Source: an optimization exercise on an open RTL-to-GDS flow (aim: small area, a short achievable clock period and few clock cycles per item). Production flows keep margins and buffers that such runs may drop.
Function was checked by simulation only, so behaviour that the tests miss may differ from the original.

==> flow/design.v (outline; a module is shown in full before it is edited, if it fits) <==
// module q31_law: 356 lines
// module q31_mul_tree: 1563 lines
module q31_law (
    input  wire        clk,
    input  wire        rst,           
    input  wire        cfg_we,
    input  wire [4:0]  cfg_addr,
    input  wire [31:0] cfg_value,
    input  wire [4:0]  cfg_shift,
    input  wire        clr,
    input  wire        start,
    input  wire [31:0] sp,
    input  wire [31:0] fb,
    input  wire [31:0] ff,
    output wire        ready,
    output reg         done,
    output reg  [31:0] u
);
  // ...
==> flow/run.sh <==
#!/bin/bash
# synth_recipe.tcl (not shown) runs the flow's synth.tcl, then flattens the netlist and writes it again
# the make line also repeats each setting of config.mk as NAME=value (left out here)
make -C /OpenROAD-flow-scripts/flow DESIGN_CONFIG=/design/flow/config.mk WORK_HOME=/design/flow/orfs CLKGATE_MAP_FILE= SYNTH_SCRIPT=/design/flow/synth_recipe.tcl finish
==> flow/config.mk <==
export PLATFORM = sky130hd
export DESIGN_NAME = q31_law
export DESIGN_NICKNAME = q31_law
export VERILOG_FILES = /design/flow/design.v
export SDC_FILE = /design/flow/constraint.sdc
export NUM_CORES = 4
export LEC_CHECK = 0
export CAP_MARGIN = 20
export CORE_MARGIN = 2
export CORE_UTILIZATION = 30
export PLACE_DENSITY = 0.5
export SLEW_MARGIN = 20
==> flow/constraint.sdc <==
create_clock -name core_clock -period 25.0 [get_ports {clk}]
set_input_delay 5.0000 -clock core_clock [delete_from_list [all_inputs] [get_ports {clk}]]
set_output_delay 5.0000 -clock core_clock [all_outputs]
set_load 0.01 [all_outputs]
==> results by group, run 1 <==
Outcome
  • Status: no timing/DRC/antenna violations

STA
  • Total negative slack: 0 ps
  • Final Cycle Share: 0.501
  • Final Hold Vio Count: 0

Synthesis
  • Post-synth EDFFs: 1222
  • Top-count cell post-synth: nand2_1
  • Commonest cells in the netlist: nand2_1 (1661), a21oi_1 (1336), nor2_1 (1308)
  • Main combinational cell family by area after synthesis: compound AO/OA/AOI/OAI gates
  • Share of the synthesized area in the top cell type: 0.278

Cells and area
  • Largest class: multi-input gates
  • Biggest regs: coef_val x512, S x256, coef_shift x80
  • Clk cell area share: 0.0438
  • Biggest register: coef_val
  • Fraction of area in registers: 0.292
  • Synth-to-Final Area Change: 10.5%
  • Commonest non-fill, non-tap cell in the layout: nand2_1
  • # fillers: 45594

Global route
  • Met1 Track Usage GR: 0.365
  • GRT overflow: 0
  • Vias in the first global route: 114867

Die
  • Die Height: 667 um

Setup path
  • Slowest cell on crit path: nor4_1

Worst hold path
  • Min-delay src: kr[3]$_DFF_P_

Clock tree
  • CTS tree: yes
Testbench counts, summed over its fixed seeds: cycles 27,327, steps 4,096.
==> module q31_law, before the edit <==
module q31_law (
    input  wire        clk,
    input  wire        rst,           
    input  wire        cfg_we,
    input  wire [4:0]  cfg_addr,
    input  wire [31:0] cfg_value,
    input  wire [4:0]  cfg_shift,
    input  wire        clr,
    input  wire        start,
    input  wire [31:0] sp,
    input  wire [31:0] fb,
    input  wire [31:0] ff,
    output wire        ready,
    output reg         done,
    output reg  [31:0] u
);
    function [31:0] sat50;
        input [49:0] x;
        begin
            if (x[49:31] == {19{1'b0}} || x[49:31] == {19{1'b1}})
                sat50 = x[31:0];
            else
                sat50 = x[49] ? 32'h8000_0000 : 32'h7fff_ffff;
        end
    endfunction
    function [31:0] sat33;
        input [32:0] x;
        begin
            if (x[32] == x[31])
                sat33 = x[31:0];
            else
                sat33 = x[32] ? 32'h8000_0000 : 32'h7fff_ffff;
        end
    endfunction
    function [49:0] sx32;
        input [31:0] x;
        begin
            sx32 = {{18{x[31]}}, x};
        end
    endfunction
    reg [31:0] coef_val   [0:15];
    reg [4:0]  coef_shift [0:15];
    reg [1:0]  law_struct;
    reg [1:0]  law_secs;
    wire [1:0] last_sec = (law_secs == 2'd0) ? 2'd0 : law_secs - 2'd1;
    wire [31:0] lim = (law_struct == 2'd1) ? coef_val[3] :
                      (law_struct == 2'd3) ? coef_val[0] : coef_val[2];
    reg  [31:0] lhi_r, llo_r;
    always @(posedge clk) begin
        lhi_r <= lim[31] ? 32'h7fff_ffff : lim;
        llo_r <= lim[31] ? 32'h8000_0000 : -lim;
    end
    wire [49:0] lhi = sx32(lhi_r);
    wire [49:0] llo = sx32(llo_r);
    function [31:0] clampf;
        input [49:0] z;
        input [49:0] hi;
        input [49:0] lo;
        begin
            if ($signed(z) > $signed(hi))
                clampf = hi[31:0];
            else if ($signed(z) < $signed(lo))
                clampf = lo[31:0];
            else
                clampf = z[31:0];
        end
    endfunction
    wire law0 = (law_struct == 2'd0);
    wire law1 = (law_struct == 2'd1);
    wire law2 = (law_struct == 2'd2);
    wire law3 = (law_struct == 2'd3);
    reg [31:0] S [0:7];           
    reg        nv;                
    reg        busy;              
    reg [3:0]  j;                 
    reg [1:0]  m;                 
    reg [2:0]  k;                 
    reg        pend;              
    reg        fin;               
    reg        e2_v;              
    reg        e2_pend;
    reg        e2_fin;
    reg [31:0] sp_n, fb_n, ff_n;  
    reg [31:0] e_r, sp_r, ff_r;   
    reg [49:0] acc, acc2, acc3;
    reg [31:0] cr;                
    reg [4:0]  kr;                
    reg [31:0] xr;                
    reg [63:0] ra, rb;            
    reg [4:0]  kr2;
    reg [1:0]  e2_dst;            
    reg [2:0]  e2_add;            
    reg        e2_neg;
    assign ready = !nv;
    wire [63:0] prod = ra + rb;
    wire signed [48:0] qsh = $signed(prod[63:15]) >>> kr2;
    wire [49:0] tq  = {{2{qsh[48]}}, qsh[48:1]};
    wire        trb = qsh[0];
    wire [31:0] i_cl  = clampf(acc3, lhi, llo);
    wire [31:0] i_eff = pend ? i_cl : S[0];
    reg [49:0] t_add;
    always @* begin
        case (e2_add)
            3'd0:    t_add = 50'd0;
            3'd1:    t_add = acc;
            3'd2:    t_add = sx32(i_eff) + sx32(ff_r);
            3'd3:    t_add = sx32(i_eff);
            3'd4:    t_add = -sx32(S[1]);
            3'd5:    t_add = sx32(S[1]);
            default: t_add = acc3;
        endcase
    end
    wire [49:0] tsum = t_add + (e2_neg ? ~tq : tq) + {49'd0, e2_neg ^ trb};
    wire [31:0] pv    = sat50(acc);
    wire        p_hi  = $signed(sx32(pv)) > $signed(lhi);
    wire        p_lo  = $signed(sx32(pv)) < $signed(llo);
    wire [31:0] pu    = p_hi ? lhi[31:0] : p_lo ? llo[31:0] : pv;
    wire [31:0] paw   = sat33({pu[31], pu} - {pv[31], pv});
    wire        skip  = !(p_hi || p_lo);           
    wire [31:0] dn    = sat50(acc2);
    wire [31:0] by    = sat50(acc);
    wire [31:0] bv    = sat33({by[31], by} + {acc2[31], acc2[31:0]});
    wire [31:0] bu    = clampf(sx32(bv), lhi, llo);
    wire [3:0] prep_j = law0 ? 4'd2 : law1 ? 4'd7 : 4'd4;
    wire       prep   = busy && !law3 && (j == prep_j);
    wire last = law3 ? (m == last_sec && k == 3'd4)
                     : (j == prep_j + 4'd1 || (prep && skip));
    wire take = nv && (!busy || last);
    reg        nbusy;
    reg [3:0]  nj;
    reg [1:0]  nm;
    reg [2:0]  nk;
    always @* begin
        nbusy = 1'b0;
        nj    = 4'd0;
        nm    = 2'd0;
        nk    = 3'd0;
        if (take) begin
            nbusy = 1'b1;
        end else if (busy && !last) begin
            nbusy = 1'b1;
            nj    = j + 4'd1;
            if (k == 3'd4) begin
                nm = m + 2'd1;
                nk = 3'd0;
            end else begin
                nm = m;
                nk = k + 3'd1;
            end
        end
    end
    wire [31:0] e_n = sat33({sp_n[31], sp_n} - {fb_n[31], fb_n});
    reg        lv;                
    reg [3:0]  lidx;
    reg [31:0] lx;
    always @* begin
        lv   = 1'b0;
        lidx = 4'd0;
        lx   = 32'd0;
        if (nbusy) begin
            if (law3) begin
                lv = 1'b1;
                case (nk)
                    3'd0:    begin lidx = 4'd2 + 4'd5 * {2'd0, nm}; lx = S[{nm, 1'b0}]; end
                    3'd1:    begin lidx = 4'd3 + 4'd5 * {2'd0, nm}; lx = S[{nm, 1'b1}]; end
                    3'd2:    begin lidx = 4'd5 + 4'd5 * {2'd0, nm};
                                   lx = (fin && nm == last_sec) ? S[{nm, 1'b0} + 3'd2]
                                                                : S[{nm, 1'b0} + 3'd3]; end
                    3'd3:    begin lidx = 4'd4 + 4'd5 * {2'd0, nm}; lx = S[{nm, 1'b0} + 3'd2]; end
                    default: begin lidx = 4'd1 + 4'd5 * {2'd0, nm}; lx = S[{nm, 1'b0}]; end
                endcase
            end else if (nj == 4'd0) begin
                lv = 1'b1; lidx = 4'd0; lx = e_n;
            end else if (law0) begin
                case (nj)
                    4'd1:    begin lv = 1'b1; lidx = 4'd1; lx = e_r; end
                    4'd3:    begin lv = 1'b1; lidx = 4'd3; lx = paw; end
                    default: ;
                endcase
            end else if (law1) begin
                case (nj)
                    4'd1:    begin lv = 1'b1; lidx = 4'd2; lx = sat33({e_r[31], e_r} - {S[2][31], S[2]}); end
                    4'd2:    begin lv = 1'b1; lidx = 4'd1; lx = e_r; end
                    4'd4:    begin lv = 1'b1; lidx = 4'd5; lx = dn; end
                    4'd8:    begin lv = 1'b1; lidx = 4'd4; lx = paw; end
                    default: ;
                endcase
            end else begin
                case (nj)
                    4'd1:    begin lv = 1'b1; lidx = 4'd4; lx = sp_r; end
                    4'd2:    begin lv = 1'b1; lidx = 4'd5; lx = sat33({sp_r[31], sp_r} - {S[3][31], S[3]}); end
                    4'd3:    begin lv = 1'b1; lidx = 4'd1; lx = e_r; end
                    4'd5:    begin lv = 1'b1; lidx = 4'd3; lx = paw; end
                    default: ;
                endcase
            end
        end
    end
    reg        iv;
    reg [1:0]  i_dst;
    reg [2:0]  i_add;
    reg        i_neg, i_pend, i_fin;
    always @* begin
        iv = 1'b0; i_dst = 2'd0; i_add = 3'd0; i_neg = 1'b0; i_pend = 1'b0; i_fin = 1'b0;
        if (busy) begin
            if (law3) begin
                iv    = 1'b1;
                i_add = (k == 3'd0) ? 3'd0 : 3'd1;
                i_neg = (k == 3'd2) || (k == 3'd3);
                i_fin = (m == last_sec && k == 3'd4);
            end else if (j == 4'd0) begin
                iv = 1'b1; i_dst = 2'd0; i_add = 3'd2;
            end else if (law0) begin
                case (j)
                    4'd1: begin iv = 1'b1; i_dst = 2'd2; i_add = 3'd3; end
                    4'd3: begin iv = 1'b1; i_dst = 2'd2; i_add = 3'd6; i_pend = 1'b1; end
                    default: ;
                endcase
            end else if (law1) begin
                case (j)
                    4'd1: begin iv = 1'b1; i_dst = 2'd1; i_add = 3'd4; end
                    4'd2: begin iv = 1'b1; i_dst = 2'd2; i_add = 3'd3; end
                    4'd4: begin iv = 1'b1; i_dst = 2'd1; i_add = 3'd5; end
                    4'd8: begin iv = 1'b1; i_dst = 2'd2; i_add = 3'd6; i_pend = 1'b1; end
                    default: ;
                endcase
            end else begin
                case (j)
                    4'd1: begin iv = 1'b1; i_dst = 2'd0; i_add = 3'd1; end
                    4'd2: begin iv = 1'b1; i_dst = 2'd0; i_add = 3'd1; end
                    4'd3: begin iv = 1'b1; i_dst = 2'd2; i_add = 3'd3; end
                    4'd5: begin iv = 1'b1; i_dst = 2'd2; i_add = 3'd6; i_pend = 1'b1; end
                    default: ;
                endcase
            end
        end
    end
    wire [1:0] fs = last_sec;
    integer n;
    always @(posedge clk) begin
        if (rst) begin
            nv      <= 1'b0;
            busy    <= 1'b0;
            j       <= 4'd0;
            m       <= 2'd0;
            k       <= 3'd0;
            pend    <= 1'b0;
            fin     <= 1'b0;
            done    <= 1'b0;
            e2_v    <= 1'b0;
            e2_pend <= 1'b0;
            e2_fin  <= 1'b0;
            law_struct <= 2'd0;
            law_secs   <= 2'd0;
            for (n = 0; n < 16; n = n + 1) begin
                coef_val[n]   <= 32'd0;
                coef_shift[n] <= 5'd0;
            end
            for (n = 0; n < 8; n = n + 1)
                S[n] <= 32'd0;
        end else begin
            if (start && !nv)
                nv <= 1'b1;
            else if (take)
                nv <= 1'b0;
            busy    <= nbusy;
            j       <= nj;
            m       <= nm;
            k       <= nk;
            e2_v    <= iv;
            e2_pend <= iv && i_pend;
            e2_fin  <= iv && i_fin;
            if (cfg_we) begin
                if (cfg_addr[4] == 1'b0) begin
                    coef_val[cfg_addr[3:0]]   <= cfg_value;
                    coef_shift[cfg_addr[3:0]] <= cfg_shift;
                end else if (cfg_addr == 5'd16) begin
                    law_struct <= cfg_value[1:0];
                    law_secs   <= cfg_value[3:2];
                end
            end
            pend <= (e2_v && e2_pend) || (prep && skip);
            done <= (e2_v && e2_pend) || (prep && skip) || fin;
            if (pend)
                S[0] <= i_cl;
            fin <= e2_v && e2_fin;
            if (fin) begin
                S[{fs, 1'b0} + 3'd2] <= by;
                S[{fs, 1'b0} + 3'd3] <= S[{fs, 1'b0} + 3'd2];
            end
            if (busy) begin
                if (law3) begin
                    if (k == 3'd1) begin
                        if (m == 2'd0) begin
                            S[0] <= e_r;
                            S[1] <= S[0];
                        end else begin
                            S[{m, 1'b0}]        <= by;
                            S[{m, 1'b0} + 3'd1] <= S[{m, 1'b0}];
                        end
                    end
                end else begin
                    if (law1 && j == 4'd6) begin
                        S[1] <= dn;
                        S[2] <= e_r;
                    end
                    if (law2 && j == 4'd4)
                        S[3] <= sp_r;
                end
            end
            if (clr) begin
                pend <= 1'b0;
                for (n = 0; n < 8; n = n + 1)
                    S[n] <= 32'd0;
            end
        end
    end
    wire [63:0] t_ra, t_rb;
    q31_mul_tree mt (.a(cr), .b(xr), .ra(t_ra), .rb(t_rb));
    always @(posedge clk) begin
        if (start && !nv) begin
            sp_n <= sp;
            fb_n <= fb;
            ff_n <= ff;
        end
        if (take) begin
            e_r  <= e_n;
            sp_r <= sp_n;
            ff_r <= ff_n;
        end
        cr     <= coef_val[lidx];
        kr     <= 5'd15 - coef_shift[lidx];
        xr     <= lx;
        ra     <= t_ra;
        rb     <= t_rb;
        kr2    <= kr;
        e2_dst <= i_dst;
        e2_add <= i_add;
        e2_neg <= i_neg;
        if (e2_v) begin
            case (e2_dst)
                2'd0:    acc  <= tsum;
                2'd1:    acc2 <= tsum;
                default: acc3 <= tsum;
            endcase
        end
        if (busy && law1 && j == 4'd6)
            acc <= acc + sx32(dn);
        if (busy && law3 && m == 2'd0 && k == 3'd1)
            acc2 <= sx32(ff_r);
        if (prep)
            u <= pu;
        if (fin)
            u <= bu;
    end
endmodule
==> run 2, diff against run 1 <==
--- a/flow/design.v
+++ b/flow/design.v
@@ -41,19 +41,22 @@
     reg [31:0] coef_val   [0:15];
     reg [4:0]  coef_shift [0:15];
     reg [1:0]  law_struct;
     reg [1:0]  law_secs;
     wire [1:0] last_sec = (law_secs == 2'd0) ? 2'd0 : law_secs - 2'd1;
     wire [31:0] lim = (law_struct == 2'd1) ? coef_val[3] :
                       (law_struct == 2'd3) ? coef_val[0] : coef_val[2];
     reg  [31:0] lhi_r, llo_r;
+    reg         lhi_lt, llo_gt;       
     always @(posedge clk) begin
-        lhi_r <= lim[31] ? 32'h7fff_ffff : lim;
-        llo_r <= lim[31] ? 32'h8000_0000 : -lim;
+        lhi_r  <= lim[31] ? 32'h7fff_ffff : lim;
+        llo_r  <= lim[31] ? 32'h8000_0000 : -lim;
+        lhi_lt <= (lim < 32'h7fff_ffff);
+        llo_gt <= (lim < 32'h8000_0000);
     end
     wire [49:0] lhi = sx32(lhi_r);
     wire [49:0] llo = sx32(llo_r);
     function [31:0] clampf;
         input [49:0] z;
         input [49:0] hi;
         input [49:0] lo;
         begin
@@ -72,135 +75,124 @@
     reg [31:0] S [0:7];           
     reg        nv;                
     reg        busy;              
     reg [3:0]  j;                 
     reg [1:0]  m;                 
     reg [2:0]  k;                 
     reg        pend;              
     reg        fin;               
+    reg        fin2;              
     reg        e2_v;              
     reg        e2_pend;
     reg        e2_fin;
     reg [31:0] sp_n, fb_n, ff_n;  
     reg [31:0] e_r, sp_r, ff_r;   
     reg [49:0] acc, acc2, acc3;
     reg [31:0] cr;                
     reg [4:0]  kr;                
-    reg [31:0] xr;                
-    reg [63:0] ra, rb;            
+    reg [15:0] b_one, b_two, b_neg;   
+    reg [31:0] ph_a, ph_b;        
+    reg [16:0] pl;                
+    reg        pc;                
     reg [4:0]  kr2;
     reg [1:0]  e2_dst;            
     reg [2:0]  e2_add;            
     reg        e2_neg;
     assign ready = !nv;
-    wire [63:0] prod = ra + rb;
-    wire signed [48:0] qsh = $signed(prod[63:15]) >>> kr2;
+    wire [31:0] prod_hi = ph_a + ph_b + {31'd0, pc};
+    wire signed [48:0] qsh = $signed({prod_hi, pl}) >>> kr2;
     wire [49:0] tq  = {{2{qsh[48]}}, qsh[48:1]};
     wire        trb = qsh[0];
     wire [31:0] i_cl  = clampf(acc3, lhi, llo);
     wire [31:0] i_eff = pend ? i_cl : S[0];
     reg [49:0] t_add;
     always @* begin
         case (e2_add)
             3'd0:    t_add = 50'd0;
             3'd1:    t_add = acc;
-            3'd2:    t_add = sx32(i_eff) + sx32(ff_r);
+            3'd2:    t_add = sx32(i_eff);
             3'd3:    t_add = sx32(i_eff);
             3'd4:    t_add = -sx32(S[1]);
             3'd5:    t_add = sx32(S[1]);
             default: t_add = acc3;
         endcase
     end
-    wire [49:0] tsum = t_add + (e2_neg ? ~tq : tq) + {49'd0, e2_neg ^ trb};
+    wire [49:0] t_ff = (e2_add == 3'd2) ? sx32(ff_r) : 50'd0;
+    wire [49:0] t_tq = e2_neg ? ~tq : tq;
+    wire [49:0] cs_s = t_add ^ t_ff ^ t_tq;
+    wire [49:0] cs_c = (t_add & t_ff) | (t_add & t_tq) | (t_ff & t_tq);
+    wire [49:0] tsum = cs_s + {cs_c[48:0], e2_neg ^ trb};
     wire [31:0] pv    = sat50(acc);
-    wire        p_hi  = $signed(sx32(pv)) > $signed(lhi);
-    wire        p_lo  = $signed(sx32(pv)) < $signed(llo);
-    wire [31:0] pu    = p_hi ? lhi[31:0] : p_lo ? llo[31:0] : pv;
-    wire [31:0] paw   = sat33({pu[31], pu} - {pv[31], pv});
+    wire [32:0] p_dh  = {lhi_r[31], lhi_r} - {pv[31], pv};    
+    wire [32:0] p_dl  = {llo_r[31], llo_r} - {pv[31], pv};    
+    wire        p_hi  = ($signed(acc) > $signed(lhi)) && lhi_lt;
+    wire        p_lo  = ($signed(acc) < $signed(llo)) && llo_gt;
+    wire [31:0] pu    = p_hi ? lhi_r : p_lo ? llo_r : pv;
+    wire [31:0] paw   = p_hi ? sat33(p_dh) : p_lo ? sat33(p_dl) : 32'd0;
     wire        skip  = !(p_hi || p_lo);           
     wire [31:0] dn    = sat50(acc2);
     wire [31:0] by    = sat50(acc);
-    wire [31:0] bv    = sat33({by[31], by} + {acc2[31], acc2[31:0]});
-    wire [31:0] bu    = clampf(sx32(bv), lhi, llo);
+    wire [31:0] bv    = sat33({by[31], by} + {acc2[31], acc2[31:0]});    
+    wire [31:0] bu    = clampf(acc2, lhi, llo);                         
     wire [3:0] prep_j = law0 ? 4'd2 : law1 ? 4'd7 : 4'd4;
     wire       prep   = busy && !law3 && (j == prep_j);
     wire last = law3 ? (m == last_sec && k == 3'd4)
                      : (j == prep_j + 4'd1 || (prep && skip));
     wire take = nv && (!busy || last);
-    reg        nbusy;
-    reg [3:0]  nj;
-    reg [1:0]  nm;
-    reg [2:0]  nk;
-    always @* begin
-        nbusy = 1'b0;
-        nj    = 4'd0;
-        nm    = 2'd0;
-        nk    = 3'd0;
-        if (take) begin
-            nbusy = 1'b1;
-        end else if (busy && !last) begin
-            nbusy = 1'b1;
-            nj    = j + 4'd1;
-            if (k == 3'd4) begin
-                nm = m + 2'd1;
-                nk = 3'd0;
-            end else begin
-                nm = m;
-                nk = k + 3'd1;
-            end
-        end
-    end
+    wire [3:0] nj = j + 4'd1;
+    wire [1:0] nm = (k == 3'd4) ? m + 2'd1 : m;
+    wire [2:0] nk = (k == 3'd4) ? 3'd0 : k + 3'd1;
+    wire       nbusy = take || (busy && !last);
     wire [31:0] e_n = sat33({sp_n[31], sp_n} - {fb_n[31], fb_n});
-    reg        lv;                
     reg [3:0]  lidx;
     reg [31:0] lx;
     always @* begin
-        lv   = 1'b0;
         lidx = 4'd0;
         lx   = 32'd0;
-        if (nbusy) begin
+        begin
             if (law3) begin
-                lv = 1'b1;
                 case (nk)
                     3'd0:    begin lidx = 4'd2 + 4'd5 * {2'd0, nm}; lx = S[{nm, 1'b0}]; end
                     3'd1:    begin lidx = 4'd3 + 4'd5 * {2'd0, nm}; lx = S[{nm, 1'b1}]; end
                     3'd2:    begin lidx = 4'd5 + 4'd5 * {2'd0, nm};
                                    lx = (fin && nm == last_sec) ? S[{nm, 1'b0} + 3'd2]
                                                                 : S[{nm, 1'b0} + 3'd3]; end
                     3'd3:    begin lidx = 4'd4 + 4'd5 * {2'd0, nm}; lx = S[{nm, 1'b0} + 3'd2]; end
                     default: begin lidx = 4'd1 + 4'd5 * {2'd0, nm}; lx = S[{nm, 1'b0}]; end
                 endcase
-            end else if (nj == 4'd0) begin
-                lv = 1'b1; lidx = 4'd0; lx = e_n;
             end else if (law0) begin
                 case (nj)
-                    4'd1:    begin lv = 1'b1; lidx = 4'd1; lx = e_r; end
-                    4'd3:    begin lv = 1'b1; lidx = 4'd3; lx = paw; end
+                    4'd1:    begin lidx = 4'd1; lx = e_r; end
+                    4'd3:    begin lidx = 4'd3; lx = paw; end
                     default: ;
                 endcase
             end else if (law1) begin
                 case (nj)
-                    4'd1:    begin lv = 1'b1; lidx = 4'd2; lx = sat33({e_r[31], e_r} - {S[2][31], S[2]}); end
-                    4'd2:    begin lv = 1'b1; lidx = 4'd1; lx = e_r; end
-                    4'd4:    begin lv = 1'b1; lidx = 4'd5; lx = dn; end
-                    4'd8:    begin lv = 1'b1; lidx = 4'd4; lx = paw; end
+                    4'd1:    begin lidx = 4'd2; lx = sat33({e_r[31], e_r} - {S[2][31], S[2]}); end
+                    4'd2:    begin lidx = 4'd1; lx = e_r; end
+                    4'd4:    begin lidx = 4'd5; lx = dn; end
+                    4'd8:    begin lidx = 4'd4; lx = paw; end
                     default: ;
                 endcase
             end else begin
                 case (nj)
-                    4'd1:    begin lv = 1'b1; lidx = 4'd4; lx = sp_r; end
-                    4'd2:    begin lv = 1'b1; lidx = 4'd5; lx = sat33({sp_r[31], sp_r} - {S[3][31], S[3]}); end
-                    4'd3:    begin lv = 1'b1; lidx = 4'd1; lx = e_r; end
-                    4'd5:    begin lv = 1'b1; lidx = 4'd3; lx = paw; end
+                    4'd1:    begin lidx = 4'd4; lx = sp_r; end
+                    4'd2:    begin lidx = 4'd5; lx = sat33({sp_r[31], sp_r} - {S[3][31], S[3]}); end
+                    4'd3:    begin lidx = 4'd1; lx = e_r; end
+                    4'd5:    begin lidx = 4'd3; lx = paw; end
                     default: ;
                 endcase
             end
         end
     end
+    wire [31:0] cr_n = take ? (law3 ? coef_val[2]  : coef_val[0])  : coef_val[lidx];
+    wire [4:0]  ks_n = take ? (law3 ? coef_shift[2] : coef_shift[0]) : coef_shift[lidx];
+    wire [31:0] x_n  = take ? (law3 ? S[0] : e_n) : lx;
+    wire [32:0] x_b  = {x_n, 1'b0};
     reg        iv;
     reg [1:0]  i_dst;
     reg [2:0]  i_add;
     reg        i_neg, i_pend, i_fin;
     always @* begin
         iv = 1'b0; i_dst = 2'd0; i_add = 3'd0; i_neg = 1'b0; i_pend = 1'b0; i_fin = 1'b0;
         if (busy) begin
             if (law3) begin
@@ -241,16 +233,17 @@
         if (rst) begin
             nv      <= 1'b0;
             busy    <= 1'b0;
             j       <= 4'd0;
             m       <= 2'd0;
             k       <= 3'd0;
             pend    <= 1'b0;
             fin     <= 1'b0;
+            fin2    <= 1'b0;
             done    <= 1'b0;
             e2_v    <= 1'b0;
             e2_pend <= 1'b0;
             e2_fin  <= 1'b0;
             law_struct <= 2'd0;
             law_secs   <= 2'd0;
             for (n = 0; n < 16; n = n + 1) begin
                 coef_val[n]   <= 32'd0;
@@ -259,36 +252,37 @@
             for (n = 0; n < 8; n = n + 1)
                 S[n] <= 32'd0;
         end else begin
             if (start && !nv)
                 nv <= 1'b1;
             else if (take)
                 nv <= 1'b0;
             busy    <= nbusy;
-            j       <= nj;
-            m       <= nm;
-            k       <= nk;
+            j       <= take ? 4'd0 : nj;
+            m       <= take ? 2'd0 : nm;
+            k       <= take ? 3'd0 : nk;
             e2_v    <= iv;
             e2_pend <= iv && i_pend;
             e2_fin  <= iv && i_fin;
             if (cfg_we) begin
                 if (cfg_addr[4] == 1'b0) begin
                     coef_val[cfg_addr[3:0]]   <= cfg_value;
                     coef_shift[cfg_addr[3:0]] <= cfg_shift;
                 end else if (cfg_addr == 5'd16) begin
                     law_struct <= cfg_value[1:0];
                     law_secs   <= cfg_value[3:2];
                 end
             end
             pend <= (e2_v && e2_pend) || (prep && skip);
-            done <= (e2_v && e2_pend) || (prep && skip) || fin;
+            done <= (e2_v && e2_pend) || (prep && skip) || fin2;
             if (pend)
                 S[0] <= i_cl;
-            fin <= e2_v && e2_fin;
+            fin  <= e2_v && e2_fin;
+            fin2 <= fin;
             if (fin) begin
                 S[{fs, 1'b0} + 3'd2] <= by;
                 S[{fs, 1'b0} + 3'd3] <= S[{fs, 1'b0} + 3'd2];
             end
             if (busy) begin
                 if (law3) begin
                     if (k == 3'd1) begin
                         if (m == 2'd0) begin
@@ -310,66 +304,78 @@
             end
             if (clr) begin
                 pend <= 1'b0;
                 for (n = 0; n < 8; n = n + 1)
                     S[n] <= 32'd0;
             end
         end
     end
+    integer q;
     wire [63:0] t_ra, t_rb;
-    q31_mul_tree mt (.a(cr), .b(xr), .ra(t_ra), .rb(t_rb));
+    q31_mul_tree mt (.a(cr), .one(b_one), .two(b_two), .neg(b_neg), .ra(t_ra), .rb(t_rb));
+    wire [32:0] t_lo = {1'b0, t_ra[31:0]} + {1'b0, t_rb[31:0]};
     always @(posedge clk) begin
-        if (start && !nv) begin
+        if (!nv) begin
             sp_n <= sp;
             fb_n <= fb;
             ff_n <= ff;
         end
         if (take) begin
             e_r  <= e_n;
             sp_r <= sp_n;
             ff_r <= ff_n;
         end
-        cr     <= coef_val[lidx];
-        kr     <= 5'd15 - coef_shift[lidx];
-        xr     <= lx;
-        ra     <= t_ra;
-        rb     <= t_rb;
+        cr     <= cr_n;
+        kr     <= 5'd15 - ks_n;
+        for (q = 0; q < 16; q = q + 1) begin
+            b_one[q] <= x_b[2*q+1] ^ x_b[2*q];
+            b_two[q] <= (x_b[2*q+2] & ~x_b[2*q+1] & ~x_b[2*q]) |
+                        (~x_b[2*q+2] & x_b[2*q+1] & x_b[2*q]);
+            b_neg[q] <= x_b[2*q+2];
+        end
+        ph_a   <= t_ra[63:32];
+        ph_b   <= t_rb[63:32];
+        pl     <= t_lo[31:15];
+        pc     <= t_lo[32];
         kr2    <= kr;
         e2_dst <= i_dst;
         e2_add <= i_add;
         e2_neg <= i_neg;
         if (e2_v) begin
             case (e2_dst)
                 2'd0:    acc  <= tsum;
                 2'd1:    acc2 <= tsum;
                 default: acc3 <= tsum;
             endcase
         end
         if (busy && law1 && j == 4'd6)
             acc <= acc + sx32(dn);
-        if (busy && law3 && m == 2'd0 && k == 3'd1)
+        if (busy && law3 && m == 2'd0 && k == 3'd2)
             acc2 <= sx32(ff_r);
+        if (fin)
+            acc2 <= sx32(bv);
         if (prep)
             u <= pu;
-        if (fin)
+        if (fin2)
             u <= bu;
     end
 endmodule
 module q31_mul_tree (
     input  wire [31:0] a,
-    input  wire [31:0] b,
+    input  wire [15:0] one,    
+    input  wire [15:0] two,    
+    input  wire [15:0] neg,    
     output wire [63:0] ra,
     output wire [63:0] rb
 );
-    wire [32:0] bx = {b, 1'b0};
     wire [33:0] ae = {a[31], a, 1'b0};
-    wire one0 = bx[1] ^ bx[0];
-    wire two0 = (bx[2] & ~bx[1] & ~bx[0]) | (~bx[2] & bx[1] & bx[0]);
-    wire neg0 = bx[2];
+    wire one0 = one[0];
+    wire two0 = two[0];
+    wire neg0 = neg[0];
     wire [32:0] pp0;
     assign pp0[0] = ((one0 & ae[1]) | (two0 & ae[0])) ^ neg0;
     assign pp0[1] = ((one0 & ae[2]) | (two0 & ae[1])) ^ neg0;
     assign pp0[2] = ((one0 & ae[3]) | (two0 & ae[2])) ^ neg0;
     assign pp0[3] = ((one0 & ae[4]) | (two0 & ae[3])) ^ neg0;
     assign pp0[4] = ((one0 & ae[5]) | (two0 & ae[4])) ^ neg0;
     assign pp0[5] = ((one0 & ae[6]) | (two0 & ae[5])) ^ neg0;
     assign pp0[6] = ((one0 & ae[7]) | (two0 & ae[6])) ^ neg0;
@@ -394,19 +400,19 @@
     assign pp0[25] = ((one0 & ae[26]) | (two0 & ae[25])) ^ neg0;
     assign pp0[26] = ((one0 & ae[27]) | (two0 & ae[26])) ^ neg0;
     assign pp0[27] = ((one0 & ae[28]) | (two0 & ae[27])) ^ neg0;
     assign pp0[28] = ((one0 & ae[29]) | (two0 & ae[28])) ^ neg0;
     assign pp0[29] = ((one0 & ae[30]) | (two0 & ae[29])) ^ neg0;
     assign pp0[30] = ((one0 & ae[31]) | (two0 & ae[30])) ^ neg0;
     assign pp0[31] = ((one0 & ae[32]) | (two0 & ae[31])) ^ neg0;
     assign pp0[32] = ((one0 & ae[33]) | (two0 & ae[32])) ^ neg0;
-    wire one1 = bx[3] ^ bx[2];
-    wire two1 = (bx[4] & ~bx[3] & ~bx[2]) | (~bx[4] & bx[3] & bx[2]);
-    wire neg1 = bx[4];
+    wire one1 = one[1];
+    wire two1 = two[1];
+    wire neg1 = neg[1];
     wire [32:0] pp1;
     assign pp1[0] = ((one1 & ae[1]) | (two1 & ae[0])) ^ neg1;
     assign pp1[1] = ((one1 & ae[2]) | (two1 & ae[1])) ^ neg1;
     assign pp1[2] = ((one1 & ae[3]) | (two1 & ae[2])) ^ neg1;
     assign pp1[3] = ((one1 & ae[4]) | (two1 & ae[3])) ^ neg1;
     assign pp1[4] = ((one1 & ae[5]) | (two1 & ae[4])) ^ neg1;
     assign pp1[5] = ((one1 & ae[6]) | (two1 & ae[5])) ^ neg1;
     assign pp1[6] = ((one1 & ae[7]) | (two1 & ae[6])) ^ neg1;
@@ -431,19 +437,19 @@
     assign pp1[25] = ((one1 & ae[26]) | (two1 & ae[25])) ^ neg1;
     assign pp1[26] = ((one1 & ae[27]) | (two1 & ae[26])) ^ neg1;
     assign pp1[27] = ((one1 & ae[28]) | (two1 & ae[27])) ^ neg1;
     assign pp1[28] = ((one1 & ae[29]) | (two1 & ae[28])) ^ neg1;
     assign pp1[29] = ((one1 & ae[30]) | (two1 & ae[29])) ^ neg1;
     assign pp1[30] = ((one1 & ae[31]) | (two1 & ae[30])) ^ neg1;
     assign pp1[31] = ((one1 & ae[32]) | (two1 & ae[31])) ^ neg1;
     assign pp1[32] = ((one1 & ae[33]) | (two1 & ae[32])) ^ neg1;
-    wire one2 = bx[5] ^ bx[4];
-    wire two2 = (bx[6] & ~bx[5] & ~bx[4]) | (~bx[6] & bx[5] & bx[4]);
-    wire neg2 = bx[6];
+    wire one2 = one[2];
+    wire two2 = two[2];
+    wire neg2 = neg[2];
     wire [32:0] pp2;
     assign pp2[0] = ((one2 & ae[1]) | (two2 & ae[0])) ^ neg2;
     assign pp2[1] = ((one2 & ae[2]) | (two2 & ae[1])) ^ neg2;
     assign pp2[2] = ((one2 & ae[3]) | (two2 & ae[2])) ^ neg2;
     assign pp2[3] = ((one2 & ae[4]) | (two2 & ae[3])) ^ neg2;
     assign pp2[4] = ((one2 & ae[5]) | (two2 & ae[4])) ^ neg2;
     assign pp2[5] = ((one2 & ae[6]) | (two2 & ae[5])) ^ neg2;
     assign pp2[6] = ((one2 & ae[7]) | (two2 & ae[6])) ^ neg2;
@@ -468,19 +474,19 @@
     assign pp2[25] = ((one2 & ae[26]) | (two2 & ae[25])) ^ neg2;
     assign pp2[26] = ((one2 & ae[27]) | (two2 & ae[26])) ^ neg2;
     assign pp2[27] = ((one2 & ae[28]) | (two2 & ae[27])) ^ neg2;
     assign pp2[28] = ((one2 & ae[29]) | (two2 & ae[28])) ^ neg2;
     assign pp2[29] = ((one2 & ae[30]) | (two2 & ae[29])) ^ neg2;
     assign pp2[30] = ((one2 & ae[31]) | (two2 & ae[30])) ^ neg2;
     assign pp2[31] = ((one2 & ae[32]) | (two2 & ae[31])) ^ neg2;
     assign pp2[32] = ((one2 & ae[33]) | (two2 & ae[32])) ^ neg2;
-    wire one3 = bx[7] ^ bx[6];
-    wire two3 = (bx[8] & ~bx[7] & ~bx[6]) | (~bx[8] & bx[7] & bx[6]);
-    wire neg3 = bx[8];
+    wire one3 = one[3];
+    wire two3 = two[3];
+    wire neg3 = neg[3];
     wire [32:0] pp3;
     assign pp3[0] = ((one3 & ae[1]) | (two3 & ae[0])) ^ neg3;
     assign pp3[1] = ((one3 & ae[2]) | (two3 & ae[1])) ^ neg3;
     assign pp3[2] = ((one3 & ae[3]) | (two3 & ae[2])) ^ neg3;
     assign pp3[3] = ((one3 & ae[4]) | (two3 & ae[3])) ^ neg3;
     assign pp3[4] = ((one3 & ae[5]) | (two3 & ae[4])) ^ neg3;
     assign pp3[5] = ((one3 & ae[6]) | (two3 & ae[5])) ^ neg3;
     assign pp3[6] = ((one3 & ae[7]) | (two3 & ae[6])) ^ neg3;
@@ -505,19 +511,19 @@
     assign pp3[25] = ((one3 & ae[26]) | (two3 & ae[25])) ^ neg3;
     assign pp3[26] = ((one3 & ae[27]) | (two3 & ae[26])) ^ neg3;
     assign pp3[27] = ((one3 & ae[28]) | (two3 & ae[27])) ^ neg3;
     assign pp3[28] = ((one3 & ae[29]) | (two3 & ae[28])) ^ neg3;
     assign pp3[29] = ((one3 & ae[30]) | (two3 & ae[29])) ^ neg3;
     assign pp3[30] = ((one3 & ae[31]) | (two3 & ae[30])) ^ neg3;
     assign pp3[31] = ((one3 & ae[32]) | (two3 & ae[31])) ^ neg3;
     assign pp3[32] = ((one3 & ae[33]) | (two3 & ae[32])) ^ neg3;
-    wire one4 = bx[9] ^ bx[8];
-    wire two4 = (bx[10] & ~bx[9] & ~bx[8]) | (~bx[10] & bx[9] & bx[8]);
-    wire neg4 = bx[10];
+    wire one4 = one[4];
+    wire two4 = two[4];
+    wire neg4 = neg[4];
     wire [32:0] pp4;
     assign pp4[0] = ((one4 & ae[1]) | (two4 & ae[0])) ^ neg4;
     assign pp4[1] = ((one4 & ae[2]) | (two4 & ae[1])) ^ neg4;
     assign pp4[2] = ((one4 & ae[3]) | (two4 & ae[2])) ^ neg4;
     assign pp4[3] = ((one4 & ae[4]) | (two4 & ae[3])) ^ neg4;
     assign pp4[4] = ((one4 & ae[5]) | (two4 & ae[4])) ^ neg4;
     assign pp4[5] = ((one4 & ae[6]) | (two4 & ae[5])) ^ neg4;
     assign pp4[6] = ((one4 & ae[7]) | (two4 & ae[6])) ^ neg4;
@@ -542,19 +548,19 @@
     assign pp4[25] = ((one4 & ae[26]) | (two4 & ae[25])) ^ neg4;
     assign pp4[26] = ((one4 & ae[27]) | (two4 & ae[26])) ^ neg4;
     assign pp4[27] = ((one4 & ae[28]) | (two4 & ae[27])) ^ neg4;
     assign pp4[28] = ((one4 & ae[29]) | (two4 & ae[28])) ^ neg4;
     assign pp4[29] = ((one4 & ae[30]) | (two4 & ae[29])) ^ neg4;
     assign pp4[30] = ((one4 & ae[31]) | (two4 & ae[30])) ^ neg4;
     assign pp4[31] = ((one4 & ae[32]) | (two4 & ae[31])) ^ neg4;
     assign pp4[32] = ((one4 & ae[33]) | (two4 & ae[32])) ^ neg4;
-    wire one5 = bx[11] ^ bx[10];
-    wire two5 = (bx[12] & ~bx[11] & ~bx[10]) | (~bx[12] & bx[11] & bx[10]);
-    wire neg5 = bx[12];
+    wire one5 = one[5];
+    wire two5 = two[5];
+    wire neg5 = neg[5];
     wire [32:0] pp5;
     assign pp5[0] = ((one5 & ae[1]) | (two5 & ae[0])) ^ neg5;
     assign pp5[1] = ((one5 & ae[2]) | (two5 & ae[1])) ^ neg5;
     assign pp5[2] = ((one5 & ae[3]) | (two5 & ae[2])) ^ neg5;
     assign pp5[3] = ((one5 & ae[4]) | (two5 & ae[3])) ^ neg5;
     assign pp5[4] = ((one5 & ae[5]) | (two5 & ae[4])) ^ neg5;
     assign pp5[5] = ((one5 & ae[6]) | (two5 & ae[5])) ^ neg5;
     assign pp5[6] = ((one5 & ae[7]) | (two5 & ae[6])) ^ neg5;
@@ -579,19 +585,19 @@
     assign pp5[25] = ((one5 & ae[26]) | (two5 & ae[25])) ^ neg5;
     assign pp5[26] = ((one5 & ae[27]) | (two5 & ae[26])) ^ neg5;
     assign pp5[27] = ((one5 & ae[28]) | (two5 & ae[27])) ^ neg5;
     assign pp5[28] = ((one5 & ae[29]) | (two5 & ae[28])) ^ neg5;
     assign pp5[29] = ((one5 & ae[30]) | (two5 & ae[29])) ^ neg5;
     assign pp5[30] = ((one5 & ae[31]) | (two5 & ae[30])) ^ neg5;
     assign pp5[31] = ((one5 & ae[32]) | (two5 & ae[31])) ^ neg5;
     assign pp5[32] = ((one5 & ae[33]) | (two5 & ae[32])) ^ neg5;
-    wire one6 = bx[13] ^ bx[12];
-    wire two6 = (bx[14] & ~bx[13] & ~bx[12]) | (~bx[14] & bx[13] & bx[12]);
-    wire neg6 = bx[14];
+    wire one6 = one[6];
+    wire two6 = two[6];
+    wire neg6 = neg[6];
     wire [32:0] pp6;
     assign pp6[0] = ((one6 & ae[1]) | (two6 & ae[0])) ^ neg6;
     assign pp6[1] = ((one6 & ae[2]) | (two6 & ae[1])) ^ neg6;
     assign pp6[2] = ((one6 & ae[3]) | (two6 & ae[2])) ^ neg6;
     assign pp6[3] = ((one6 & ae[4]) | (two6 & ae[3])) ^ neg6;
     assign pp6[4] = ((one6 & ae[5]) | (two6 & ae[4])) ^ neg6;
     assign pp6[5] = ((one6 & ae[6]) | (two6 & ae[5])) ^ neg6;
     assign pp6[6] = ((one6 & ae[7]) | (two6 & ae[6])) ^ neg6;
@@ -616,19 +622,19 @@
     assign pp6[25] = ((one6 & ae[26]) | (two6 & ae[25])) ^ neg6;
     assign pp6[26] = ((one6 & ae[27]) | (two6 & ae[26])) ^ neg6;
     assign pp6[27] = ((one6 & ae[28]) | (two6 & ae[27])) ^ neg6;
     assign pp6[28] = ((one6 & ae[29]) | (two6 & ae[28])) ^ neg6;
     assign pp6[29] = ((one6 & ae[30]) | (two6 & ae[29])) ^ neg6;
     assign pp6[30] = ((one6 & ae[31]) | (two6 & ae[30])) ^ neg6;
     assign pp6[31] = ((one6 & ae[32]) | (two6 & ae[31])) ^ neg6;
     assign pp6[32] = ((one6 & ae[33]) | (two6 & ae[32])) ^ neg6;
-    wire one7 = bx[15] ^ bx[14];
-    wire two7 = (bx[16] & ~bx[15] & ~bx[14]) | (~bx[16] & bx[15] & bx[14]);
-    wire neg7 = bx[16];
+    wire one7 = one[7];
+    wire two7 = two[7];
+    wire neg7 = neg[7];
     wire [32:0] pp7;
     assign pp7[0] = ((one7 & ae[1]) | (two7 & ae[0])) ^ neg7;
     assign pp7[1] = ((one7 & ae[2]) | (two7 & ae[1])) ^ neg7;
     assign pp7[2] = ((one7 & ae[3]) | (two7 & ae[2])) ^ neg7;
     assign pp7[3] = ((one7 & ae[4]) | (two7 & ae[3])) ^ neg7;
     assign pp7[4] = ((one7 & ae[5]) | (two7 & ae[4])) ^ neg7;
     assign pp7[5] = ((one7 & ae[6]) | (two7 & ae[5])) ^ neg7;
     assign pp7[6] = ((one7 & ae[7]) | (two7 & ae[6])) ^ neg7;
@@ -653,19 +659,19 @@
     assign pp7[25] = ((one7 & ae[26]) | (two7 & ae[25])) ^ neg7;
     assign pp7[26] = ((one7 & ae[27]) | (two7 & ae[26])) ^ neg7;
     assign pp7[27] = ((one7 & ae[28]) | (two7 & ae[27])) ^ neg7;
     assign pp7[28] = ((one7 & ae[29]) | (two7 & ae[28])) ^ neg7;
     assign pp7[29] = ((one7 & ae[30]) | (two7 & ae[29])) ^ neg7;
     assign pp7[30] = ((one7 & ae[31]) | (two7 & ae[30])) ^ neg7;
     assign pp7[31] = ((one7 & ae[32]) | (two7 & ae[31])) ^ neg7;
     assign pp7[32] = ((one7 & ae[33]) | (two7 & ae[32])) ^ neg7;
-    wire one8 = bx[17] ^ bx[16];
-    wire two8 = (bx[18] & ~bx[17] & ~bx[16]) | (~bx[18] & bx[17] & bx[16]);
-    wire neg8 = bx[18];
+    wire one8 = one[8];
+    wire two8 = two[8];
+    wire neg8 = neg[8];
     wire [32:0] pp8;
     assign pp8[0] = ((one8 & ae[1]) | (two8 & ae[0])) ^ neg8;
     assign pp8[1] = ((one8 & ae[2]) | (two8 & ae[1])) ^ neg8;
     assign pp8[2] = ((one8 & ae[3]) | (two8 & ae[2])) ^ neg8;
     assign pp8[3] = ((one8 & ae[4]) | (two8 & ae[3])) ^ neg8;
     assign pp8[4] = ((one8 & ae[5]) | (two8 & ae[4])) ^ neg8;
     assign pp8[5] = ((one8 & ae[6]) | (two8 & ae[5])) ^ neg8;
     assign pp8[6] = ((one8 & ae[7]) | (two8 & ae[6])) ^ neg8;
@@ -690,19 +696,19 @@
     assign pp8[25] = ((one8 & ae[26]) | (two8 & ae[25])) ^ neg8;
     assign pp8[26] = ((one8 & ae[27]) | (two8 & ae[26])) ^ neg8;
     assign pp8[27] = ((one8 & ae[28]) | (two8 & ae[27])) ^ neg8;
     assign pp8[28] = ((one8 & ae[29]) | (two8 & ae[28])) ^ neg8;
     assign pp8[29] = ((one8 & ae[30]) | (two8 & ae[29])) ^ neg8;
     assign pp8[30] = ((one8 & ae[31]) | (two8 & ae[30])) ^ neg8;
     assign pp8[31] = ((one8 & ae[32]) | (two8 & ae[31])) ^ neg8;
     assign pp8[32] = ((one8 & ae[33]) | (two8 & ae[32])) ^ neg8;
-    wire one9 = bx[19] ^ bx[18];
-    wire two9 = (bx[20] & ~bx[19] & ~bx[18]) | (~bx[20] & bx[19] & bx[18]);
-    wire neg9 = bx[20];
+    wire one9 = one[9];
+    wire two9 = two[9];
+    wire neg9 = neg[9];
     wire [32:0] pp9;
     assign pp9[0] = ((one9 & ae[1]) | (two9 & ae[0])) ^ neg9;
     assign pp9[1] = ((one9 & ae[2]) | (two9 & ae[1])) ^ neg9;
     assign pp9[2] = ((one9 & ae[3]) | (two9 & ae[2])) ^ neg9;
     assign pp9[3] = ((one9 & ae[4]) | (two9 & ae[3])) ^ neg9;
     assign pp9[4] = ((one9 & ae[5]) | (two9 & ae[4])) ^ neg9;
     assign pp9[5] = ((one9 & ae[6]) | (two9 & ae[5])) ^ neg9;
     assign pp9[6] = ((one9 & ae[7]) | (two9 & ae[6])) ^ neg9;
@@ -727,19 +733,19 @@
     assign pp9[25] = ((one9 & ae[26]) | (two9 & ae[25])) ^ neg9;
     assign pp9[26] = ((one9 & ae[27]) | (two9 & ae[26])) ^ neg9;
     assign pp9[27] = ((one9 & ae[28]) | (two9 & ae[27])) ^ neg9;
     assign pp9[28] = ((one9 & ae[29]) | (two9 & ae[28])) ^ neg9;
     assign pp9[29] = ((one9 & ae[30]) | (two9 & ae[29])) ^ neg9;
     assign pp9[30] = ((one9 & ae[31]) | (two9 & ae[30])) ^ neg9;
     assign pp9[31] = ((one9 & ae[32]) | (two9 & ae[31])) ^ neg9;
     assign pp9[32] = ((one9 & ae[33]) | (two9 & ae[32])) ^ neg9;
-    wire one10 = bx[21] ^ bx[20];
-    wire two10 = (bx[22] & ~bx[21] & ~bx[20]) | (~bx[22] & bx[21] & bx[20]);
-    wire neg10 = bx[22];
+    wire one10 = one[10];
+    wire two10 = two[10];
+    wire neg10 = neg[10];
     wire [32:0] pp10;
     assign pp10[0] = ((one10 & ae[1]) | (two10 & ae[0])) ^ neg10;
     assign pp10[1] = ((one10 & ae[2]) | (two10 & ae[1])) ^ neg10;
     assign pp10[2] = ((one10 & ae[3]) | (two10 & ae[2])) ^ neg10;
     assign pp10[3] = ((one10 & ae[4]) | (two10 & ae[3])) ^ neg10;
     assign pp10[4] = ((one10 & ae[5]) | (two10 & ae[4])) ^ neg10;
     assign pp10[5] = ((one10 & ae[6]) | (two10 & ae[5])) ^ neg10;
     assign pp10[6] = ((one10 & ae[7]) | (two10 & ae[6])) ^ neg10;
@@ -764,19 +770,19 @@
     assign pp10[25] = ((one10 & ae[26]) | (two10 & ae[25])) ^ neg10;
     assign pp10[26] = ((one10 & ae[27]) | (two10 & ae[26])) ^ neg10;
     assign pp10[27] = ((one10 & ae[28]) | (two10 & ae[27])) ^ neg10;
     assign pp10[28] = ((one10 & ae[29]) | (two10 & ae[28])) ^ neg10;
     assign pp10[29] = ((one10 & ae[30]) | (two10 & ae[29])) ^ neg10;
     assign pp10[30] = ((one10 & ae[31]) | (two10 & ae[30])) ^ neg10;
     assign pp10[31] = ((one10 & ae[32]) | (two10 & ae[31])) ^ neg10;
     assign pp10[32] = ((one10 & ae[33]) | (two10 & ae[32])) ^ neg10;
-    wire one11 = bx[23] ^ bx[22];
-    wire two11 = (bx[24] & ~bx[23] & ~bx[22]) | (~bx[24] & bx[23] & bx[22]);
-    wire neg11 = bx[24];
+    wire one11 = one[11];
+    wire two11 = two[11];
+    wire neg11 = neg[11];
     wire [32:0] pp11;
     assign pp11[0] = ((one11 & ae[1]) | (two11 & ae[0])) ^ neg11;
     assign pp11[1] = ((one11 & ae[2]) | (two11 & ae[1])) ^ neg11;
     assign pp11[2] = ((one11 & ae[3]) | (two11 & ae[2])) ^ neg11;
     assign pp11[3] = ((one11 & ae[4]) | (two11 & ae[3])) ^ neg11;
     assign pp11[4] = ((one11 & ae[5]) | (two11 & ae[4])) ^ neg11;
     assign pp11[5] = ((one11 & ae[6]) | (two11 & ae[5])) ^ neg11;
     assign pp11[6] = ((one11 & ae[7]) | (two11 & ae[6])) ^ neg11;
@@ -801,19 +807,19 @@
     assign pp11[25] = ((one11 & ae[26]) | (two11 & ae[25])) ^ neg11;
     assign pp11[26] = ((one11 & ae[27]) | (two11 & ae[26])) ^ neg11;
     assign pp11[27] = ((one11 & ae[28]) | (two11 & ae[27])) ^ neg11;
     assign pp11[28] = ((one11 & ae[29]) | (two11 & ae[28])) ^ neg11;
     assign pp11[29] = ((one11 & ae[30]) | (two11 & ae[29])) ^ neg11;
     assign pp11[30] = ((one11 & ae[31]) | (two11 & ae[30])) ^ neg11;
     assign pp11[31] = ((one11 & ae[32]) | (two11 & ae[31])) ^ neg11;
     assign pp11[32] = ((one11 & ae[33]) | (two11 & ae[32])) ^ neg11;
-    wire one12 = bx[25] ^ bx[24];
-    wire two12 = (bx[26] & ~bx[25] & ~bx[24]) | (~bx[26] & bx[25] & bx[24]);
-    wire neg12 = bx[26];
+    wire one12 = one[12];
+    wire two12 = two[12];
+    wire neg12 = neg[12];
     wire [32:0] pp12;
     assign pp12[0] = ((one12 & ae[1]) | (two12 & ae[0])) ^ neg12;
     assign pp12[1] = ((one12 & ae[2]) | (two12 & ae[1])) ^ neg12;
     assign pp12[2] = ((one12 & ae[3]) | (two12 & ae[2])) ^ neg12;
     assign pp12[3] = ((one12 & ae[4]) | (two12 & ae[3])) ^ neg12;
     assign pp12[4] = ((one12 & ae[5]) | (two12 & ae[4])) ^ neg12;
     assign pp12[5] = ((one12 & ae[6]) | (two12 & ae[5])) ^ neg12;
     assign pp12[6] = ((one12 & ae[7]) | (two12 & ae[6])) ^ neg12;
@@ -838,19 +844,19 @@
     assign pp12[25] = ((one12 & ae[26]) | (two12 & ae[25])) ^ neg12;
     assign pp12[26] = ((one12 & ae[27]) | (two12 & ae[26])) ^ neg12;
     assign pp12[27] = ((one12 & ae[28]) | (two12 & ae[27])) ^ neg12;
     assign pp12[28] = ((one12 & ae[29]) | (two12 & ae[28])) ^ neg12;
     assign pp12[29] = ((one12 & ae[30]) | (two12 & ae[29])) ^ neg12;
     assign pp12[30] = ((one12 & ae[31]) | (two12 & ae[30])) ^ neg12;
     assign pp12[31] = ((one12 & ae[32]) | (two12 & ae[31])) ^ neg12;
     assign pp12[32] = ((one12 & ae[33]) | (two12 & ae[32])) ^ neg12;
-    wire one13 = bx[27] ^ bx[26];
-    wire two13 = (bx[28] & ~bx[27] & ~bx[26]) | (~bx[28] & bx[27] & bx[26]);
-    wire neg13 = bx[28];
+    wire one13 = one[13];
+    wire two13 = two[13];
+    wire neg13 = neg[13];
     wire [32:0] pp13;
     assign pp13[0] = ((one13 & ae[1]) | (two13 & ae[0])) ^ neg13;
     assign pp13[1] = ((one13 & ae[2]) | (two13 & ae[1])) ^ neg13;
     assign pp13[2] = ((one13 & ae[3]) | (two13 & ae[2])) ^ neg13;
     assign pp13[3] = ((one13 & ae[4]) | (two13 & ae[3])) ^ neg13;
     assign pp13[4] = ((one13 & ae[5]) | (two13 & ae[4])) ^ neg13;
     assign pp13[5] = ((one13 & ae[6]) | (two13 & ae[5])) ^ neg13;
     assign pp13[6] = ((one13 & ae[7]) | (two13 & ae[6])) ^ neg13;
@@ -875,19 +881,19 @@
     assign pp13[25] = ((one13 & ae[26]) | (two13 & ae[25])) ^ neg13;
     assign pp13[26] = ((one13 & ae[27]) | (two13 & ae[26])) ^ neg13;
     assign pp13[27] = ((one13 & ae[28]) | (two13 & ae[27])) ^ neg13;
     assign pp13[28] = ((one13 & ae[29]) | (two13 & ae[28])) ^ neg13;
     assign pp13[29] = ((one13 & ae[30]) | (two13 & ae[29])) ^ neg13;
     assign pp13[30] = ((one13 & ae[31]) | (two13 & ae[30])) ^ neg13;
     assign pp13[31] = ((one13 & ae[32]) | (two13 & ae[31])) ^ neg13;
     assign pp13[32] = ((one13 & ae[33]) | (two13 & ae[32])) ^ neg13;
-    wire one14 = bx[29] ^ bx[28];
-    wire two14 = (bx[30] & ~bx[29] & ~bx[28]) | (~bx[30] & bx[29] & bx[28]);
-    wire neg14 = bx[30];
+    wire one14 = one[14];
+    wire two14 = two[14];
+    wire neg14 = neg[14];
     wire [32:0] pp14;
     assign pp14[0] = ((one14 & ae[1]) | (two14 & ae[0])) ^ neg14;
     assign pp14[1] = ((one14 & ae[2]) | (two14 & ae[1])) ^ neg14;
     assign pp14[2] = ((one14 & ae[3]) | (two14 & ae[2])) ^ neg14;
     assign pp14[3] = ((one14 & ae[4]) | (two14 & ae[3])) ^ neg14;
     assign pp14[4] = ((one14 & ae[5]) | (two14 & ae[4])) ^ neg14;
     assign pp14[5] = ((one14 & ae[6]) | (two14 & ae[5])) ^ neg14;
     assign pp14[6] = ((one14 & ae[7]) | (two14 & ae[6])) ^ neg14;
@@ -912,19 +918,19 @@
     assign pp14[25] = ((one14 & ae[26]) | (two14 & ae[25])) ^ neg14;
     assign pp14[26] = ((one14 & ae[27]) | (two14 & ae[26])) ^ neg14;
     assign pp14[27] = ((one14 & ae[28]) | (two14 & ae[27])) ^ neg14;
     assign pp14[28] = ((one14 & ae[29]) | (two14 & ae[28])) ^ neg14;
     assign pp14[29] = ((one14 & ae[30]) | (two14 & ae[29])) ^ neg14;
     assign pp14[30] = ((one14 & ae[31]) | (two14 & ae[30])) ^ neg14;
     assign pp14[31] = ((one14 & ae[32]) | (two14 & ae[31])) ^ neg14;
     assign pp14[32] = ((one14 & ae[33]) | (two14 & ae[32])) ^ neg14;
-    wire one15 = bx[31] ^ bx[30];
-    wire two15 = (bx[32] & ~bx[31] & ~bx[30]) | (~bx[32] & bx[31] & bx[30]);
-    wire neg15 = bx[32];
+    wire one15 = one[15];
+    wire two15 = two[15];
+    wire neg15 = neg[15];
     wire [32:0] pp15;
     assign pp15[0] = ((one15 & ae[1]) | (two15 & ae[0])) ^ neg15;
     assign pp15[1] = ((one15 & ae[2]) | (two15 & ae[1])) ^ neg15;
     assign pp15[2] = ((one15 & ae[3]) | (two15 & ae[2])) ^ neg15;
     assign pp15[3] = ((one15 & ae[4]) | (two15 & ae[3])) ^ neg15;
     assign pp15[4] = ((one15 & ae[5]) | (two15 & ae[4])) ^ neg15;
     assign pp15[5] = ((one15 & ae[6]) | (two15 & ae[5])) ^ neg15;
     assign pp15[6] = ((one15 & ae[7]) | (two15 & ae[6])) ^ neg15;
==> run 2 against run 1 <==
  * Critical path type unchanged
  * Global-route usage about the same
  * Final cell count down 12%
  * Synthesized cell count down 17%
==> results by group, run 2 <==
Route
  • DRC viols: 0
  • Routed vias: 107039
  • Drt initial violations: 13064
  • Via density: 5.85
  • DRT antenna net count: 0
  • Drt first pass iters: 6
  • Wire per inst: 33.3 um
  • Post-Route WL: 609000 um

Worst hold path
  • Min-delay src: kr[0]$_DFF_P_
  • Hold/Removal Path Class: register to register

Synthesis
  • Commonest cells in the netlist: edfxtp_1 (1222), nand2_1 (939), inv_1 (884)
  • Yosys reg bits: 1485
  • Top FF cell, synth: edfxtp_1
  • Area contributors post-synth: edfxtp_1 (30%), fa_1 (7.6%), ha_1 (6.8%)
  • Ys async rst share: 0
  • Syn_nets: 14112
  • Warnings from Yosys: 1
  • Top-count cell post-synth: edfxtp_1
  • Share of the synthesized area in the top cell type: 0.295 (+0.0169)
  • Synthesized cell area: 124000 um2
  • Mean Syn Cell Area: 9.70 um2
  • Cell variety after synth: 133
  • Post-synth EDFFs: 1222 (unchanged)
  • Register area share after synthesis: 0.337
  • Syn Inst Count: 12819
  • Largest area contributor in the netlist: edfxtp_1

Clock tree
  • CTS sink count: 1485
  • CTS buffer count: 188
  • Post-cts sizing count: 0
  • Post-CTS Setup Bufs: 0
  • Htree depth: 4
  • Clock slew at reported path FFs: 60 ps
  • Clock buffer depth: 4
  • Clock Latency Late Sink: 960 ps
  • Cts-stage hold buffer count: 0
  • CTS tree: yes
  • CTS root buf: clkbuf_16

STA
  • Post-route minimum period: 9400 ps
  • Max_slew headroom: 0.110
  • Worst Max-Slew Pin Slew: 1330 ps
  • Final Hold Vio Count: 0 (unchanged)
  • Final worst setup slack: 15600 ps
  • Final Cycle Share: 0.376 (-0.125)
  • Slew Limit Fails: 0
  • Worst Clk Skew: 115 ps
  • RSZ-0062 raised after global routing: false
  • Total negative slack: 0 ps (unchanged)
  • Setup-failing EPs final: 0
  • Highest Clock Rate: 0.106 GHz

Cells and area
  • Largest register FFs: 512
  • Biggest regs: coef_val x512, S x256, coef_shift x80
  • Synth-to-Final Area Change: 11.7%
  • NumNets Final: 13927
  • Layout cell share with drive strength beyond 1: 0.0921
  • Biggest register: coef_val
  • Post-Layout Cell Count: 18297
  • Utilization after layout: 0.336
  • Leading cell types in the layout, fill and taps excluded: edfxtp_1 (1222), nand2_1 (934), inv_1 (879)
  • Commonest non-fill, non-tap cell in the layout: edfxtp_1
  • # fillers: 42129 (-7.6%)

Global route
  • Initial antenna violation count: 54
  • GRT overflow: 0 (unchanged)
  • Largest net degree at the start of global routing: 161
  • First-pass GRT wire length: 838000 um
  • Gr usage total: 0.282
  • Vias in the first global route: 102379 (-11%)

Die
  • Core Rows: 236
  • Die W: 648 um
  • Die area: 420000 um2
  • Core area: 413000 um2
  • Initial Util: 0.301
  • Die Height: 648 um (-2.9%)
  • Number of top-level pins: 177

Setup path
  • Critical path startpoint category: register
  • CP top delay family: compound AO/OA/AOI/OAI gates
  • CP bufs+invs: 3
  • Reg-to-reg startpoint: llo_r[31]$_SDFF_PP1_
  • Setup crit end kind: register
  • Worst path required time: 25570 ps
  • CP Class: register to register
  • Slowest cell on crit path: o21ai_0
  • Crit Path Max Fanout: 59
  • Crit path largest cell delay: 990 ps
  • CP arrival: 9970 ps
  • Setup crit start: llo_r[31]$_SDFF_PP1_

Placed design
  • Post-DP HPWL: 442000 um
  • PortBufs: 176
  • Dpl ws: 15840 ps
  • Global placer's final weighted congestion: 1.04
  • Placed Cells: 17916

Outcome
  • Status: no timing/DRC/antenna violations

Job
  • Max-cap violation count: 0
run 2: changes by cell type in the layout (fill, tap and decap cells not counted), moves of 195 or more:
cell / before / now
nor2_1: 1276 / 620
o21ai_0: 1105 / 528
a22oi_1: 241 / 650
nand2_1: 1656 / 934
xor2_1: 170 / 464
mux2i_1: 131 / 326
a21oi_1: 1324 / 783
run 2: worst paths after layout:
kind / cells past startpoint / end / slack [ps]
max reg2reg: 31 / acc2[49]$_DFFE_PP_ / 15600
max: 31 / acc2[49]$_DFFE_PP_ / 15600
min reg2reg: 0 / kr2[0]$_DFF_P_ / 330
min: 0 / kr2[0]$_DFF_P_ / 330
run 2: worst reg2reg max path: cells and delay by family (launching register included):
family | cells | cell delay [ps]
compound gates | 15 | 4280
buf+inv | 3 | 1190
simple gates | 7 | 1520
fa+ha+maj | 3 | 1190
flops | 1 | 340
xor+xnor | 1 | 250
mux | 2 | 300
run 2: cell families (layout without fill, tap and decap cells):
group                    count (synthesis)  after routing  synth area share
XOR/XNOR                               885            885            0.0624
flip-flops                            1485           1485             0.337
buffers and inverters                 1836           1800            0.0574
adder cells (fa/ha/maj)               1155           1155             0.145
AO/OA/AOI/OAI                         3632           3632             0.198
other                                    0             40                 0
multiplexers                           585            585            0.0691
AND/OR/NAND/NOR                       3241           3241             0.131
run 2: area by class of cell:
| class | instances | area [um2] | share of cell area |
|---|---|---|---|
| inverters | 897 | 3380 | 0.0243 |
| clock inverters | 95 | 866 | 0.00623 |
| diodes | 40 | 100 | 0.000720 |
| repair buffers | 564 | 4750 | 0.0342 |
| well taps | 5474 | 6850 | 0.0493 |
| clock buffers | 244 | 5120 | 0.0369 |
| flip-flops and latches | 1485 | 42000 | 0.302 |
| multi-input cells | 9498 | 75900 | 0.546 |
run 2: metrics by stage:
stage / instance area [um2] / hold WS [ps]
detailed placement: 133000 / 314
floorplan: 124000 / 310
CTS: 139000 / 328
global placement: 133000 / 314
global route: 139000 / 331
finish: 139000 / 327
run 2: routing by layer:
| metal | wire, um | track usage |
|---|---|---|
| met5 | 265 | 0 |
| met3 | 52800 | 0.0635 |
| met1 | 241000 | 0.354 |
| met4 | 47600 | 0.186 |
| met2 | 267000 | 0.433 |
Testbench counts of run 2, summed over its fixed seeds: cycles 27,365, steps 4,096.

[static timing again, ports no longer ideal]
In the flow no input, the clock included, has a driving cell. The finished layouts below were timed again as built, in two steps. Step 1: set_driving_cell puts a clkbuf_16 on clk and a buf_2 on each other input, an assumption about the parent block. Step 2 also shifts input and output timing later by t, the mid clock arrival at the registers, as if the neighbouring blocks saw the same clock. Three values: ideal, step 1, step 2; two values: the first two.
run	shift t [ns]	setup WS [ns]	worst setup path at the end	slew at the worst register clock pin (ns)
run 1	1.020	12.474 / 12.474 / 12.474	register to register	0.08 / 0.08
run 2	1.023	15.604 / 15.604 / 15.604	register to register	0.08 / 0.08
After both steps setup and hold are still met in every run listed.
